Background: an optimization exercise with open tools, aiming at small area, a short achievable clock period and few clock cycles per item. Do not read the settings as production practice. Only simulation tests tie the RTL to the original design; equivalence was not proved.

==> inputs of run M <==
## crc_helper
module crc_helper (
    input  wire        clk,
    input  wire        rst,
    input  wire        start,
    output wire        start_ready,
    input  wire [7:0]  fn,
    input  wire [13:0] len,
    input  wire [63:0] poly,
    input  wire [63:0] init,
    input  wire [63:0] xorout,
    input  wire [31:0] cfg,
    input  wire [15:0] oldw,
    input  wire [15:0] neww,
    input  wire        in_valid,
    output wire        in_ready,
    input  wire [63:0] in_data,
    output reg         done,
    output wire [7:0]  status,
    output reg  [63:0] result
);
clock: 40.0 ns
lec_check: 0
cap_margin: 20
core_margin: 2
core_utilization: 30
setup_slack_margin: 1.5
slew_margin: 20
run.sh (not shown) runs the stock make flow with config.mk's settings and CLKGATE_MAP_FILE= SYNTH_SCRIPT=/design/flow/synth_recipe.tcl, a recipe that flattens the netlist after the stock synthesis.
==> run H: changes against run M <==
--- a/flow/design.v
+++ b/flow/design.v
@@ -59,20 +59,16 @@
         cinit = 64'd0; cpoly = 64'd0;
         if (f32)  begin cinit = 64'hFFFFFFFF_00000000; cpoly = 64'h04C11DB7_00000000; end
         if (f32c) begin cinit = 64'hFFFFFFFF_00000000; cpoly = 64'h1EDC6F41_00000000; end
         if (f8)   begin cinit = 64'hFF000000_00000000; cpoly = 64'h1D000000_00000000; end
         if (f16)  begin cinit = 64'hFFFF0000_00000000; cpoly = 64'h10210000_00000000; end
         if (f32k) begin cinit = 64'hFFFFFFFF_00000000; cpoly = 64'hF4ACFB13_00000000; end
         if (f64)  begin cinit = 64'd0;                 cpoly = 64'h42F0E1EB_A9EA3693; end
     end
-    function [7:0] rev8(input [7:0] x);
-        integer k;
-        for (k = 0; k < 8; k = k + 1) rev8[k] = x[7 - k];
-    endfunction
     function [63:0] gbyte(input [63:0] r, input [7:0] b, input [63:0] pp);
         integer k;
         reg fb;
         begin
             for (k = 7; k >= 0; k = k - 1) begin
                 fb = r[63] ^ b[k];
                 r = {r[62:0], 1'b0} ^ (fb ? pp : 64'd0);
             end
@@ -261,16 +257,17 @@
             s_dec  <= s_idle & start;
             s_aln  <= s_dec ? (~bad & ~fupd & go_aln) : (s_aln & ~aln_last);
             s_run  <= (s_dec & ~bad & (fupd | ~go_aln)) | (s_aln & aln_last) | (s_run & ~run_end);
             s_out  <= (s_run & run_end & need_out) | (s_out & ~aln_last);
             s_fin  <= (s_run & run_end & ~need_out) | (s_out & aln_last);
         end
     end
     always @(posedge clk) begin
+        bad_r <= s_dec & bad;
         if (s_idle)
             dreg <= {16'd0, neww[7:0], neww[15:8], ~oldw[7:0], ~oldw[15:8],
                      ~init[7:0], ~init[15:8]};
         else if (ir)
             dreg <= rsel ? din_rev : in_data;
         else if (use_gen)
             dreg <= {16'd0, dreg[63:16]};
         if (s_idle)     dbytes <= 4'd0;
@@ -286,55 +283,47 @@
             rout_r <= cfg[13];
             rsv_r  <= |(cfg & ~32'h0000_307F);
             crc    <= init;
             p      <= poly;
             result <= xorout;
         end
         if (s_dec) begin
             cnt   <= 6'd0 - {wr[5:0]};    
-            bad_r <= bad;
             if (bad)
                 result <= 64'd0;
             else if (fupd)
                 crc <= 64'd0;
             else if (fcsum)
                 crc <= {48'd0, crc[15:0]};
             else if (!fprog) begin
                 crc <= cinit;
                 p   <= cpoly;
             end
         end
-        if (s_aln) begin
+        if (s_aln | s_out) begin
             if (cnt >= 6'd8) begin
-                crc <= {crc[55:0], 8'd0};
-                p   <= {p[55:0], 8'd0};
+                crc <= {crc[55:0], s_out ? crc[63:56] : 8'd0};
                 cnt <= cnt - 6'd8;
             end else begin
-                crc <= {crc[62:0], 1'b0};
-                p   <= {p[62:0], 1'b0};
+                crc <= {crc[62:0], s_out & crc[63]};
                 cnt <= cnt - 6'd1;
             end
         end
+        if (s_aln) begin
+            if (cnt >= 6'd8) p <= {p[55:0], 8'd0};
+            else             p <= {p[62:0], 1'b0};
+        end
         if (s_run) begin
             if (run) begin
                 if (ksum)              crc[28:0]  <= acc_n;
                 else if (one & k_crc32) crc[63:32] <= e_crc32;
                 else if (one & k_crc32c) crc[63:32] <= e_crc32c;
                 else if (one) crc[63:56] <= e_crc8;
                 else                   crc        <= gout;
             end
             cnt <= rot_w;
         end
-        if (s_out) begin
-            if (cnt >= 6'd8) begin
-                crc <= {crc[55:0], crc[63:56]};
-                cnt <= cnt - 6'd8;
-            end else begin
-                crc <= {crc[62:0], crc[63]};
-                cnt <= cnt - 6'd1;
-            end
-        end
         if (s_fin)
             result <= fupd  ? {48'd0, ~cs2} :
                       fcsum ? {48'd0, cs2}  : crc_res;
     end
 endmodule
==> flow/flow/run.sh (new file) <==
#!/bin/bash
# The standard layout, with repair_timing asked for more setup slack than the
# standard margin so that it sizes the paths that set the achieved period, and
# the ports buffered with buf_2 cells. The clock period and the constraints are
# the design's, unchanged.
set -euo pipefail
bash standard.sh SETUP_SLACK_MARGIN=30.6 \
    'BUFFER_PORTS_ARGS=-buffer_cell sky130_fd_sc_hd__buf_2' \
    finish > standard_make.log 2>&1
==> flow/standard.sh (new file) <==
#!/bin/bash
# synth_recipe.tcl (not shown) runs the flow's synth.tcl, then flattens the netlist and writes it again
# the make line also repeats each setting of config.mk as NAME=value (left out here)
make -C /OpenROAD-flow-scripts/flow DESIGN_CONFIG=/design/flow/config.mk WORK_HOME=/design/flow/orfs CLKGATE_MAP_FILE= SYNTH_SCRIPT=/design/flow/synth_recipe.tcl "${@:-finish}"
==> flow/config.mk (replaced) <==
export PLATFORM = sky130hd
export DESIGN_NAME = crc_helper
export DESIGN_NICKNAME = crc_helper
export VERILOG_FILES = /design/flow/design.v
export SDC_FILE = /design/flow/constraint.sdc
export NUM_CORES = 4
export LEC_CHECK = 0
export CAP_MARGIN = 20
export CORE_MARGIN = 2
export CORE_UTILIZATION = 50
export SLEW_MARGIN = 20
removed: flow/run.sh
==> run D: changes against run M <==
--- a/flow/design.v
+++ b/flow/design.v
@@ -59,20 +59,16 @@
         cinit = 64'd0; cpoly = 64'd0;
         if (f32)  begin cinit = 64'hFFFFFFFF_00000000; cpoly = 64'h04C11DB7_00000000; end
         if (f32c) begin cinit = 64'hFFFFFFFF_00000000; cpoly = 64'h1EDC6F41_00000000; end
         if (f8)   begin cinit = 64'hFF000000_00000000; cpoly = 64'h1D000000_00000000; end
         if (f16)  begin cinit = 64'hFFFF0000_00000000; cpoly = 64'h10210000_00000000; end
         if (f32k) begin cinit = 64'hFFFFFFFF_00000000; cpoly = 64'hF4ACFB13_00000000; end
         if (f64)  begin cinit = 64'd0;                 cpoly = 64'h42F0E1EB_A9EA3693; end
     end
-    function [7:0] rev8(input [7:0] x);
-        integer k;
-        for (k = 0; k < 8; k = k + 1) rev8[k] = x[7 - k];
-    endfunction
     function [63:0] gbyte(input [63:0] r, input [7:0] b, input [63:0] pp);
         integer k;
         reg fb;
         begin
             for (k = 7; k >= 0; k = k - 1) begin
                 fb = r[63] ^ b[k];
                 r = {r[62:0], 1'b0} ^ (fb ? pp : 64'd0);
             end
@@ -261,16 +257,17 @@
             s_dec  <= s_idle & start;
             s_aln  <= s_dec ? (~bad & ~fupd & go_aln) : (s_aln & ~aln_last);
             s_run  <= (s_dec & ~bad & (fupd | ~go_aln)) | (s_aln & aln_last) | (s_run & ~run_end);
             s_out  <= (s_run & run_end & need_out) | (s_out & ~aln_last);
             s_fin  <= (s_run & run_end & ~need_out) | (s_out & aln_last);
         end
     end
     always @(posedge clk) begin
+        bad_r <= s_dec & bad;
         if (s_idle)
             dreg <= {16'd0, neww[7:0], neww[15:8], ~oldw[7:0], ~oldw[15:8],
                      ~init[7:0], ~init[15:8]};
         else if (ir)
             dreg <= rsel ? din_rev : in_data;
         else if (use_gen)
             dreg <= {16'd0, dreg[63:16]};
         if (s_idle)     dbytes <= 4'd0;
@@ -286,55 +283,47 @@
             rout_r <= cfg[13];
             rsv_r  <= |(cfg & ~32'h0000_307F);
             crc    <= init;
             p      <= poly;
             result <= xorout;
         end
         if (s_dec) begin
             cnt   <= 6'd0 - {wr[5:0]};    
-            bad_r <= bad;
             if (bad)
                 result <= 64'd0;
             else if (fupd)
                 crc <= 64'd0;
             else if (fcsum)
                 crc <= {48'd0, crc[15:0]};
             else if (!fprog) begin
                 crc <= cinit;
                 p   <= cpoly;
             end
         end
-        if (s_aln) begin
+        if (s_aln | s_out) begin
             if (cnt >= 6'd8) begin
-                crc <= {crc[55:0], 8'd0};
-                p   <= {p[55:0], 8'd0};
+                crc <= {crc[55:0], s_out ? crc[63:56] : 8'd0};
                 cnt <= cnt - 6'd8;
             end else begin
-                crc <= {crc[62:0], 1'b0};
-                p   <= {p[62:0], 1'b0};
+                crc <= {crc[62:0], s_out & crc[63]};
                 cnt <= cnt - 6'd1;
             end
         end
+        if (s_aln) begin
+            if (cnt >= 6'd8) p <= {p[55:0], 8'd0};
+            else             p <= {p[62:0], 1'b0};
+        end
         if (s_run) begin
             if (run) begin
                 if (ksum)              crc[28:0]  <= acc_n;
                 else if (one & k_crc32) crc[63:32] <= e_crc32;
                 else if (one & k_crc32c) crc[63:32] <= e_crc32c;
                 else if (one) crc[63:56] <= e_crc8;
                 else                   crc        <= gout;
             end
             cnt <= rot_w;
         end
-        if (s_out) begin
-            if (cnt >= 6'd8) begin
-                crc <= {crc[55:0], crc[63:56]};
-                cnt <= cnt - 6'd8;
-            end else begin
-                crc <= {crc[62:0], crc[63]};
-                cnt <= cnt - 6'd1;
-            end
-        end
         if (s_fin)
             result <= fupd  ? {48'd0, ~cs2} :
                       fcsum ? {48'd0, cs2}  : crc_res;
     end
 endmodule
==> flow/flow/run.sh (new file) <==
#!/bin/bash
# The standard layout, with repair_timing asked for more setup slack than the
# standard margin so that it sizes the paths that set the achieved period, and
# the ports buffered with buf_2 cells. The clock period and the constraints are
# the design's, unchanged.
set -euo pipefail
bash standard.sh SETUP_SLACK_MARGIN=31 \
    'BUFFER_PORTS_ARGS=-buffer_cell sky130_fd_sc_hd__buf_2' \
    finish > standard_make.log 2>&1
==> flow/standard.sh (new file) <==
#!/bin/bash
# synth_recipe.tcl (not shown) runs the flow's synth.tcl, then flattens the netlist and writes it again
# the make line also repeats each setting of config.mk as NAME=value (left out here)
make -C /OpenROAD-flow-scripts/flow DESIGN_CONFIG=/design/flow/config.mk WORK_HOME=/design/flow/orfs CLKGATE_MAP_FILE= SYNTH_SCRIPT=/design/flow/synth_recipe.tcl "${@:-finish}"
==> flow/config.mk (replaced) <==
export PLATFORM = sky130hd
export DESIGN_NAME = crc_helper
export DESIGN_NICKNAME = crc_helper
export VERILOG_FILES = /design/flow/design.v
export SDC_FILE = /design/flow/constraint.sdc
export NUM_CORES = 4
export LEC_CHECK = 0
export CAP_MARGIN = 20
export CORE_MARGIN = 2
export CORE_UTILIZATION = 50
export SLEW_MARGIN = 20
removed: flow/run.sh
==> comparison table <==
| item | run D | run M | run H |
|---|---|---|---|
| Outcome | no timing/DRC/antenna violations | no timing/DRC/antenna violations | no timing/DRC/antenna violations |
| Final cell utilization of the core | 57.0% | 35.8% | 55.9% |
| Pin count of the biggest net entering global routing | 85 | 79 | 116 |
| Hold endpoint | p[56]$_DFF_P_ | p[12]$_DFF_P_ | p[42]$_DFF_P_ |
| EDFF count, synth | 90 | 91 | 90 |
| CP Capture Type | primary output | flop | flop |
| Crit. path cell count | 1 | 31 | 7 |
| Non-clk invs | 73 | 71 | 72 |
| Met3 wire len | 39.1 mm | 33.5 mm | 37.8 mm |
| Cell area after placement | 53300 um2 | 58100 um2 | 53400 um2 |
| GRT Resource Usage Total | 49.3% | 33.9% | 49.4% |
| Post-Syn Instances | 6644 | 6810 | 6644 |
| Tap Cells | 1287 | 2204 | 1287 |
| Number of clock buffers inserted by TritonCTS | 41 | 47 | 41 |
| Final routed wirelength across all metal layers | 261 mm | 305 mm | 262 mm |
| Post-Place Worst Slack | 29.98 ns | 29.47 ns | 29.29 ns |
| Inserted Diodes | 24 | 28 | 25 |
| Share of the final layout cell area in sequential cells | 12.9% | 12.0% | 13.0% |
Testbench counts of run M, summed over its fixed seeds: cycles 51,748, bytes 249,318.
Testbench counts of run H, summed over its fixed seeds: cycles 51,748, bytes 249,318.
Testbench counts of run D, summed over its fixed seeds: cycles 51,748, bytes 249,318.

========
==> quartz: inputs <==
Another version of the RTL of crc_helper (not shown whole).
Settings: LEC_CHECK=0, CAP_MARGIN=20, CORE_MARGIN=2, CORE_UTILIZATION=50, SLEW_MARGIN=20; clock period 40.0 ns.
standard.sh (not shown) runs the stock make flow with config.mk's settings and CLKGATE_MAP_FILE= SYNTH_SCRIPT=/design/flow/synth_recipe.tcl, a recipe that flattens the netlist after the stock synthesis.
==> flow/flow/run.sh <==
#!/bin/bash
# The standard layout, with repair_timing asked for more setup slack than
# the standard margin so that it sizes the paths that set the achieved period,
# ports buffered with buf_2 cells, and larger clock sink clusters (a shallower
# clock tree). The clock period and the constraints are the design's.
set -euo pipefail
bash standard.sh SETUP_SLACK_MARGIN=31 \
    'BUFFER_PORTS_ARGS=-buffer_cell sky130_fd_sc_hd__buf_2' \
    finish > standard_make.log 2>&1
==> xenon (differences from quartz) <==
--- a/flow/design.v
+++ b/flow/design.v
@@ -62,10 +62,14 @@
         if (f8)   begin cinit = 64'hFF000000_00000000; cpoly = 64'h1D000000_00000000; end
         if (f16)  begin cinit = 64'hFFFF0000_00000000; cpoly = 64'h10210000_00000000; end
         if (f32k) begin cinit = 64'hFFFFFFFF_00000000; cpoly = 64'hF4ACFB13_00000000; end
         if (f64)  begin cinit = 64'd0;                 cpoly = 64'h42F0E1EB_A9EA3693; end
     end
+    function [7:0] rev8(input [7:0] x);
+        integer k;
+        for (k = 0; k < 8; k = k + 1) rev8[k] = x[7 - k];
+    endfunction
     function [63:0] gbyte(input [63:0] r, input [7:0] b, input [63:0] pp);
         integer k;
         reg fb;
         begin
             for (k = 7; k >= 0; k = k - 1) begin
@@ -297,33 +301,40 @@
             else if (!fprog) begin
                 crc <= cinit;
                 p   <= cpoly;
             end
         end
-        if (s_aln | s_out) begin
+        if (s_aln) begin
             if (cnt >= 6'd8) begin
-                crc <= {crc[55:0], s_out ? crc[63:56] : 8'd0};
+                crc <= {crc[55:0], 8'd0};
+                p   <= {p[55:0], 8'd0};
                 cnt <= cnt - 6'd8;
             end else begin
-                crc <= {crc[62:0], s_out & crc[63]};
+                crc <= {crc[62:0], 1'b0};
+                p   <= {p[62:0], 1'b0};
                 cnt <= cnt - 6'd1;
             end
         end
-        if (s_aln) begin
-            if (cnt >= 6'd8) p <= {p[55:0], 8'd0};
-            else             p <= {p[62:0], 1'b0};
-        end
         if (s_run) begin
             if (run) begin
                 if (ksum)              crc[28:0]  <= acc_n;
                 else if (one & k_crc32) crc[63:32] <= e_crc32;
                 else if (one & k_crc32c) crc[63:32] <= e_crc32c;
                 else if (one) crc[63:56] <= e_crc8;
                 else                   crc        <= gout;
             end
             cnt <= rot_w;
         end
+        if (s_out) begin
+            if (cnt >= 6'd8) begin
+                crc <= {crc[55:0], crc[63:56]};
+                cnt <= cnt - 6'd8;
+            end else begin
+                crc <= {crc[62:0], crc[63]};
+                cnt <= cnt - 6'd1;
+            end
+        end
         if (s_fin)
             result <= fupd  ? {48'd0, ~cs2} :
                       fcsum ? {48'd0, cs2}  : crc_res;
     end
 endmodule
==> flow/flow/run.sh (replaced) <==
#!/bin/bash
# The standard layout, with repair_timing asked for more setup slack than
# the standard margin so that it sizes the paths that set the achieved period.
# The clock period and the constraints are the design's, unchanged.
set -euo pipefail
bash standard.sh SETUP_SLACK_MARGIN=31 finish > standard_make.log 2>&1
CORE_UTILIZATION = 30   (was 50)
==> lagoon (differences from quartz) <==
--- a/flow/design.v
+++ b/flow/design.v
@@ -260,10 +260,11 @@
             s_out  <= (s_run & run_end & need_out) | (s_out & ~aln_last);
             s_fin  <= (s_run & run_end & ~need_out) | (s_out & aln_last);
         end
     end
     always @(posedge clk) begin
+        bad_r <= s_dec & bad;
         if (s_idle)
             dreg <= {16'd0, neww[7:0], neww[15:8], ~oldw[7:0], ~oldw[15:8],
                      ~init[7:0], ~init[15:8]};
         else if (ir)
             dreg <= rsel ? din_rev : in_data;
@@ -285,11 +286,10 @@
             p      <= poly;
             result <= xorout;
         end
         if (s_dec) begin
             cnt   <= 6'd0 - {wr[5:0]};    
-            bad_r <= bad;
             if (bad)
                 result <= 64'd0;
             else if (fupd)
                 crc <= 64'd0;
             else if (fcsum)
CORE_UTILIZATION = 30   (was 50)
==> impl_summary.log <==
INFO  metric status = no timing/DRC/antenna violations
INFO  metric compound_gate_fraction_of_synth_area = 0.131
INFO  metric cts_repair_resize_count = 146
INFO  metric top_cells_by_area_synth = xnor2_1 31%, nand2_1 11%, dfxtp_1 8.9%
INFO  metric via_per_inst = 5.69
INFO  metric multi_input_area_share = 0.704
INFO  metric synth.yosys.seq_area_share = 0.144
INFO  metric gpl.final_weighted_congestion = 1.02
INFO  metric die_y = 411 um
INFO  metric detail_route.wl_per_cell = 29.8 um
[end of results for lagoon]
==> impl_summary.log <==
INFO  metric worst-path-stages = 1
INFO  metric top_cells_by_area_synth = xnor2_1 34%, nand2_1 11%, dfxtp_1 9.0%
INFO  metric gpl.final_weighted_congestion = 1.13
INFO  metric cts_repair_resize_count = 147
INFO  metric die_y = 318 um
INFO  metric compound_gate_fraction_of_synth_area = 0.125
INFO  metric timing.critical_path.to_type = output port
INFO  metric synth.yosys.seq_area_share = 0.145
INFO  metric multi_input_area_share = 0.720
INFO  metric status = no timing/DRC/antenna violations
INFO  metric multi_input_comb_area = 40200 um^2
INFO  metric detail_route.wl_per_cell = 31.8 um
[end of results for quartz]
==> impl_summary.log <==
INFO  metric status = no timing/DRC/antenna violations
INFO  metric via_per_inst = 5.79
INFO  metric gpl.final_weighted_congestion = 1.06
INFO  metric multi_input_area_share = 0.684
INFO  metric compound_gate_fraction_of_synth_area = 0.145
INFO  metric top_cells_by_area_synth = xnor2_1 32%, nand2_1 10%, dfxtp_1 8.7%
INFO  metric die_y = 415 um
INFO  metric synth.yosys.seq_area_share = 0.141
INFO  metric detail_route.wl_per_cell = 33.3 um
INFO  metric cts_repair_resize_count = 539
[end of results for xenon]
Testbench counts of quartz, summed over its fixed seeds: cycles 51,748, bytes 249,318.
Testbench counts of xenon, summed over its fixed seeds: cycles 51,748, bytes 249,318.
Testbench counts of lagoon, summed over its fixed seeds: cycles 51,748, bytes 249,318.

-- afterwards: timing with drivers on the ports --
In the flow no input, the clock included, has a driving cell. The finished layouts below were timed again as built, in two steps.
Step 1 sets driving cells, clkbuf_16 on the clock port and buf_2 on the other inputs (assumed; they add their load-dependent delay and slew).
Step 2 moves the port delays by t, midway between the first and last clock arrival at a register: inputs arrive t later, outputs are due t later. That takes back most of the time a late clock gives input paths.
a / b / c = ideal ports / drivers / drivers and shift; a / b = the first two.
run	t (ns)	slack for setup (ns)	worst register clock-pin slew, ns
run M	0.766	29.153 / 29.153 / 29.153	0.08 / 0.08
run H	0.673	30.743 / 30.731 / 30.106	0.08 / 0.08
run D	0.685	30.874 / 30.793 / 30.416	0.08 / 0.08
quartz	0.710	30.805 / 30.725 / 30.454	0.06 / 0.06
xenon	0.751	30.805 / 30.716 / 30.201	0.07 / 0.07
lagoon	0.701	30.894 / 30.805 / 30.355	0.07 / 0.07
After both steps setup and hold are still met in every run listed. The setup slack of run H, which loses most, moves by -0.012 ns with the drivers and by -0.637 ns with both steps.
